This is an optimization exercise on Yosys and OpenROAD, whose aim is small area, a short achievable clock period and few clock cycles, not a production implementation. In this exercise RTL edits were held to simulation tests only and were not proved equivalent to the original.

## run F
==> flow/design.v (excerpt) <==
module kk7_combiner (
    input  wire         clk,
    input  wire         rst,
    input  wire         in_valid,
    output wire         in_ready,
    input  wire [31:0]  in_y,        
    input  wire         in_acc,      
    input  wire         in_ofmt,     
    input  wire         in_align,    
    input  wire         in_nan,      
    input  wire [199:0] in_s,        
    input  wire [63:0]  in_code,     
    input  wire [79:0]  in_ea,       
    output wire         out_valid,
    input  wire         out_ready,
    output wire [31:0]  out_y,
    output wire         out_ovf      
);
    integer i;
    reg        busy;        
    reg  [7:1] rem;         
    reg        rdy;         
    reg  [1:0] pend;        
    wire codes_equal = (in_code[15:8]  == in_code[7:0]) && (in_code[23:16] == in_code[7:0]) &&
                       (in_code[31:24] == in_code[7:0]) && (in_code[39:32] == in_code[7:0]) &&
                       (in_code[47:40] == in_code[7:0]) && (in_code[55:48] == in_code[7:0]) &&
                       (in_code[63:56] == in_code[7:0]);
  ...
Size: ~5,000 cells after synthesis, ~420 I/O pins.
Settings: LEC_CHECK=0, ABC_AREA=1, CAP_MARGIN=20, CORE_MARGIN=2, CORE_UTILIZATION=40, SLEW_MARGIN=20; clock period 38.0 ns.
standard.sh (not shown) runs the stock make flow with config.mk's settings and CLKGATE_MAP_FILE= SYNTH_SCRIPT=/design/flow/synth_recipe.tcl, a recipe that flattens the netlist after the stock synthesis.
==> flow/flow/run.sh <==
#!/bin/bash
# Standard layout, with timing repair asked to aim well below the clock period.
bash standard.sh SETUP_SLACK_MARGIN=26 finish > standard.log 2>&1
Testbench counts of run F, summed over its fixed seeds: cycles 32,572.
Edits applied to the flow inputs when going from run F to run P:
==> flow/flow/run.sh <==
#!/bin/bash
# Standard layout, with timing repair asked to aim well below the clock period.
bash standard.sh SETUP_SLACK_MARGIN=27.5 finish > standard.log 2>&1
==> run notes <==
Run P -> run F: final hold violation count delta 0, exact match. Final cell area: run P above run F. Taking run F as the reference, in run P buffer count excluding the clock tree in the final layout +65, fraction of the cycle the final worst path needs -1.4 points, synthesized area closely matched the old numbers, sink count of the clock tree shows no meaningful change. Summary: with run F as the reference, critical path depth in run P moved up by a few percent. Fill cell instance count of the final layout is lower on run P.


== run 1 ==
kk7_combiner, a different RTL version from the one above (not shown whole).
Size in the first run: roughly 5000 cells after synthesis, ~420 I/O pins.
export LEC_CHECK = 0
export ABC_AREA = 1
export CAP_MARGIN = 20
export CORE_MARGIN = 2
export CORE_UTILIZATION = 40
export SLEW_MARGIN = 20
create_clock -name core_clock -period 38.0 [get_ports {clk}]
==> flow/flow/run.sh <==
#!/bin/bash
# Standard layout with every port buffered by buf_1. Timing repair is left at
# its default through floorplan and placement, then asked to aim well below
# the clock period from clock tree synthesis on.
B="BUFFER_PORTS_ARGS=-buffer_cell sky130_fd_sc_hd__buf_1"
bash standard.sh "$B" place > standard_place.log 2>&1
bash standard.sh "$B" SETUP_SLACK_MARGIN=27.5 finish > standard.log 2>&1
Testbench counts of run 1, summed over its fixed seeds: cycles 32,572.
The following lists how run 2 was set up differently from run 1:
==> flow/flow/run.sh <==
#!/bin/bash
# Standard layout: every port buffered with buf_1, and timing repair asked to
# aim well below the clock period.
bash standard.sh SETUP_SLACK_MARGIN=27.5 "BUFFER_PORTS_ARGS=-buffer_cell sky130_fd_sc_hd__buf_1" finish > standard.log 2>&1
--- a/flow/config.mk
+++ b/flow/config.mk
@@ -7,3 +7,2 @@
 export LEC_CHECK = 0
-export ABC_AREA = 1
 export CAP_MARGIN = 20
### Flow results
The clock buffer count in run 2 was higher than what run 1 gave.
Of the two values seen for end of the critical path, r_y[24] was produced by run 2 and r_y[8] by run 1.
Run 2 vs run 1 — number of combinational gates with multiple inputs rose 133.
Comparing number of antenna repair diodes for run 1 and run 2, the bigger number came from run 1.
Per the comparison of run 2 with run 1, global-route met2 utilization went up by 2.3 points, XOR/XNOR share of the synthesized area went up by 0.40 points.
From run 1 to run 2 the numbers moved as follows: count of inserted tapcells has increased, combined area of all synthesized cells up about 12%, cell count after synthesis decreased by about 6% relative to the old numbers, worst stage delay on the critical path shows an increase of 0.15 ns.
Summary: with run 1 as the reference, wire length per cell after detailed routing in run 2 moved up by more than 10%.
The inputs of run 3 differ from those of run 2 as listed below.
--- a/flow/config.mk
+++ b/flow/config.mk
@@ -7,5 +7,6 @@
 export LEC_CHECK = 0
-export CAP_MARGIN = 20
+export ABC_AREA = 1
+export CAP_MARGIN = 5
 export CORE_MARGIN = 2
 export CORE_UTILIZATION = 40
-export SLEW_MARGIN = 20
+export SLEW_MARGIN = 5
Findings:
Summary of run 3 over run 2: number of buffers inserted during clock tree synthesis now sits lower; met3 usage in global routing now sits lower; detailed-route wire length on metal 1 now sits lower.
Summary — sequential share of layout area, run 3 relative to run 2: higher, by 2.4 points.
The lower shortest period the worst path allows came out of run 3.
First-iteration DRC count shrinks by more than a quarter when moving from run 2 to run 3.
Between run 3 and run 2, the post-synthesis instance area is lower for run 3.
From run 2 to run 3 the numbers moved as follows: area taken by flip-flops and latches held.
Here is what was changed in the inputs of run 4 compared with run 3.
==> flow/flow/run.sh <==
#!/bin/bash
# Standard layout, with timing repair asked to aim well below the clock period.
bash standard.sh SETUP_SLACK_MARGIN=27.5 finish > standard.log 2>&1
--- a/flow/config.mk
+++ b/flow/config.mk
@@ -8,5 +8,5 @@
 export ABC_AREA = 1
-export CAP_MARGIN = 5
+export CAP_MARGIN = 20
 export CORE_MARGIN = 2
 export CORE_UTILIZATION = 40
-export SLEW_MARGIN = 5
+export SLEW_MARGIN = 20
[summary]
Of the two values seen for worst setup path endpoint, r_y[4] was produced by run 3 and rem[2] by run 4. Run 4 ends up with a total setup buffers inserted after CTS that is 3 lower than in run 3. Run 4 has routed length per placed instance above what run 3 had.

==> static timing again, ports no longer ideal <==
In the flow no input, the clock included, has a driving cell. The finished layouts below were timed again as built, in two steps. Step 1, drivers: a clkbuf_16 drives clk and a buf_2 each remaining input, both assumed. Step 2 also shifts input and output timing later by t, the mid clock arrival at the registers, as if the neighbouring blocks saw the same clock. a / b / c = ideal ports / drivers / drivers and shift; a / b = the first two.
| run | shift t [ns] | setup slack, ns | worst hold slack (ns) | worst setup path after step 2 |
|---|---|---|---|---|
| run F | 0.620 | 26.932 / 26.932 / 26.932 | 0.348 / 0.348 / 0.348 | register to register |
| run P | 0.621 | 27.467 / 27.467 / 27.467 | 0.348 / 0.348 / 0.348 | register to register |
| run 1 | 0.632 | 28.091 / 28.091 / 27.785 | 0.335 / 0.335 / 0.335 | input to register |
| run 2 | 0.649 | 27.221 / 27.221 / 27.221 | 0.334 / 0.334 / 0.334 | register to register |
| run 3 | 0.629 | 28.023 / 28.023 / 27.868 | 0.327 / 0.327 / 0.327 | input to register |
| run 4 | 0.620 | 27.955 / 27.979 / 27.359 | 0.330 / 0.330 / 0.330 | input to register |
After both steps every run listed still meets setup and hold. The setup slack of run 4, which loses most, moves by +0.024 ns with the drivers and by -0.596 ns with both steps.
